This is an optimization exercise on Yosys and OpenROAD, whose aim is small area, a short achievable clock period and few clock cycles, not a production implementation.
The RTL was checked by simulation tests, not by an equivalence proof against the original design.

==> flow/design.v (excerpt) <==
module ite_cmac (
    input  wire         clk,
    input  wire         rst,
    output reg          ready,
    input  wire         key_load,
    input  wire [255:0] key,
    output reg          kcv_valid,
    output wire [23:0]  kcv,
    input  wire         msg_start,
    input  wire [15:0]  tenant,
    input  wire [15:0]  ns,
    input  wire [63:0]  lba,
    input  wire [31:0]  zgen,
    input  wire [31:0]  key_id,
    input  wire         blk_valid,
    output reg          blk_ready,
    input  wire [127:0] blk_data,
    output reg          tag_valid,
    output wire [127:0] tag
);
    localparam [1:0] K_L   = 2'd0,     
                     K_KCV = 2'd1,     
                     K_MSG = 2'd2;     
    reg          busy;         
    reg          waiting;      
    reg          kstart;       
    reg          kcap;         
    reg          k1start;      
    reg  [1:0]   kind;
    reg  [3:0]   rnd;          
    reg          last;         
    reg  [8:0]   blk;          
    reg  [127:0] state;        
    reg  [255:0] key_r;        
    reg  [255:0] kw;           
    reg  [127:0] k1;           
    reg  [31:0]  kid;          
    function [7:0] xtime;
        input [7:0] b;
        xtime = {b[6:0], 1'b0} ^ (b[7] ? 8'h1b : 8'h00);
    endfunction
    function [15:0] le16;
        input [15:0] v;
        le16 = {v[7:0], v[15:8]};
    endfunction
    function [31:0] le32;
        input [31:0] v;
        le32 = {v[7:0], v[15:8], v[23:16], v[31:24]};
    endfunction
    function [63:0] le64;
        input [63:0] v;
        le64 = {le32(v[31:0]), le32(v[63:32])};
    endfunction
    genvar g;
    wire [31:0] kw_last = kw[31:0];
    wire [31:0] kw_sub;
    aes_sbox u_ks0 (.a(kw_last[31:24]), .y(kw_sub[31:24]));
  ...
Size in the first run: ~5900 cells after synthesis, roughly 830 flip-flops, ~59000 um^2 of cells after synthesis.
export LEC_CHECK = 0
export CAP_MARGIN = 20
export CELL_PAD_IN_SITES_DETAIL_PLACEMENT = 0
export CELL_PAD_IN_SITES_GLOBAL_PLACEMENT = 0
export CORE_MARGIN = 2
export CORE_UTILIZATION = 50
export PLACE_DENSITY = 0.65
export SETUP_SLACK_MARGIN = 3.5
export SLEW_MARGIN = 20
export SYNTH_HIERARCHICAL = 1
create_clock -name core_clock -period 10.0 [get_ports {clk}]
standard.sh (not shown) runs the stock make flow with config.mk's settings and CLKGATE_MAP_FILE= SYNTH_SCRIPT=/design/flow/synth_recipe.tcl, a recipe that flattens the netlist after the stock synthesis.
==> flow/flow/run.sh <==
#!/bin/bash
set -o pipefail
export BUFFER_PORTS_ARGS="-buffer_cell sky130_fd_sc_hd__buf_1"
bash standard.sh finish > standard_flow.log 2>&1
status=$?
echo "standard.sh exit status $status"
exit $status
The baseline finished clean.
Testbench counts at the start, summed over its fixed seeds: cycles 115,872.
Change:
Settings changed: CORE_UTILIZATION 50 to 65, PLACE_DENSITY 0.65 to 0.78.
=>
- The new run completed with no timing, DRC or antenna violations
- sequential cell count stays the same
- cell area shrinks by 1.0%
- worst setup slack gets worse by 0.023 ns
- routed wire length fell by 0.95%
- clock-buffer cell count went up by 13
- sequential share of layout area came out higher by 0.34 points
- worst hold slack got worse by 0.011 ns
- area after synthesis does not change
- final cell count went down by 4.6%
- first-iteration DRC count came out higher by 28%
Change:
==> flow/run.sh (new file) <==
#!/bin/bash
# synth_recipe.tcl (not shown) runs the flow's synth.tcl, then flattens the netlist and writes it again
# the make line also repeats each setting of config.mk as NAME=value (left out here)
make -C /OpenROAD-flow-scripts/flow DESIGN_CONFIG=/design/flow/config.mk WORK_HOME=/design/flow/orfs CLKGATE_MAP_FILE= SYNTH_SCRIPT=/design/flow/synth_recipe.tcl finish
Settings changed: CORE_UTILIZATION 65 to 50, CTS_BUF_LIST set to sky130_fd_sc_hd__clkbuf_8 sky130_fd_sc_hd__clkbuf_4, PLACE_DENSITY 0.78 to 0.65.
removed: flow/flow/run.sh
removed: flow/standard.sh
Effect:
- area after synthesis does not change
- design area came out higher by 7.4%
- global-route usage fell by 8.2 points
- first-iteration DRC count decreases by 25%

* * *

ite_cmac, a different RTL version from the one above (not shown whole).
For scale: about 6600 cells after synthesis, about 830 flip-flops.
Settings: LEC_CHECK=0, CAP_MARGIN=20, CELL_PAD_IN_SITES_DETAIL_PLACEMENT=0, CELL_PAD_IN_SITES_GLOBAL_PLACEMENT=0, CORE_MARGIN=2, CORE_UTILIZATION=50, CTS_CLUSTER_DIAMETER=60, CTS_CLUSTER_SIZE=20, PLACE_DENSITY=0.75, SETUP_SLACK_MARGIN=4.5, SLEW_MARGIN=20, SYNTH_HIERARCHICAL=1; clock period 10.0 ns.
==> flow/flow/run.sh <==
#!/bin/bash
set -o pipefail
export BUFFER_PORTS_ARGS="-buffer_cell sky130_fd_sc_hd__buf_1"
bash standard.sh finish > standard_flow.log 2>&1
status=$?
echo "standard.sh exit status $status"
exit $status
Testbench counts at the start, summed over its fixed seeds: cycles 115,872.
Rerun with:
Settings changed: CTS_CLUSTER_DIAMETER 60 to default, CTS_CLUSTER_SIZE 20 to default, PLACE_DENSITY 0.75 to 0.65.
Effect: Die area does not change; global-route usage grows by 0.35 points; via count shrinks slightly; hold slack hardly moves; non-clock buffer count grows by 23.

-- what the ideal ports hide --
No port has a modelled driver above. Below, the same layouts with a new extraction and two added sets of constraints.
Step 1: set_driving_cell puts a clkbuf_16 on clk and a buf_2 on each other input, an assumption about the parent block.
Step 2, shift: input delay + t, output delay - t, t = (earliest + latest rising clock arrival at the registers) / 2. This alone moves slack from input paths to output paths.
Three values: ideal, step 1, step 2; two values: the first two.
| run | t, ns | setup slack, ns | worst hold slack (ns) | worst setup path at the end | latest minus earliest clock arrival (ns) |
|---|---|---|---|---|---|
| the first run of note 1 | 0.762 | 3.606 / 3.606 / 3.606 | 0.454 / 0.454 / 0.454 | register to register | 0.055 / 0.054 |
| the second run of note 1 | 0.756 | 3.583 / 3.583 / 3.583 | 0.444 / 0.444 / 0.444 | register to register | 0.029 / 0.029 |
| the third run of note 1 | 0.938 | 3.673 / 3.673 / 3.170 | 0.428 / 0.428 / 0.428 | input to register | 0.053 / 0.053 |
| the first run of note 2 | 0.818 | 4.596 / 4.596 / 4.596 | 0.450 / 0.450 / 0.450 | register to register | 0.054 / 0.053 |
| the second run of note 2 | 0.810 | 4.600 / 4.600 / 4.600 | 0.451 / 0.451 / 0.451 | register to register | 0.039 / 0.039 |
After both steps setup and hold are still met in every run listed. The setup slack of the third run of note 1, which loses most, moves by 0.000 ns with the drivers and by -0.503 ns with both steps.
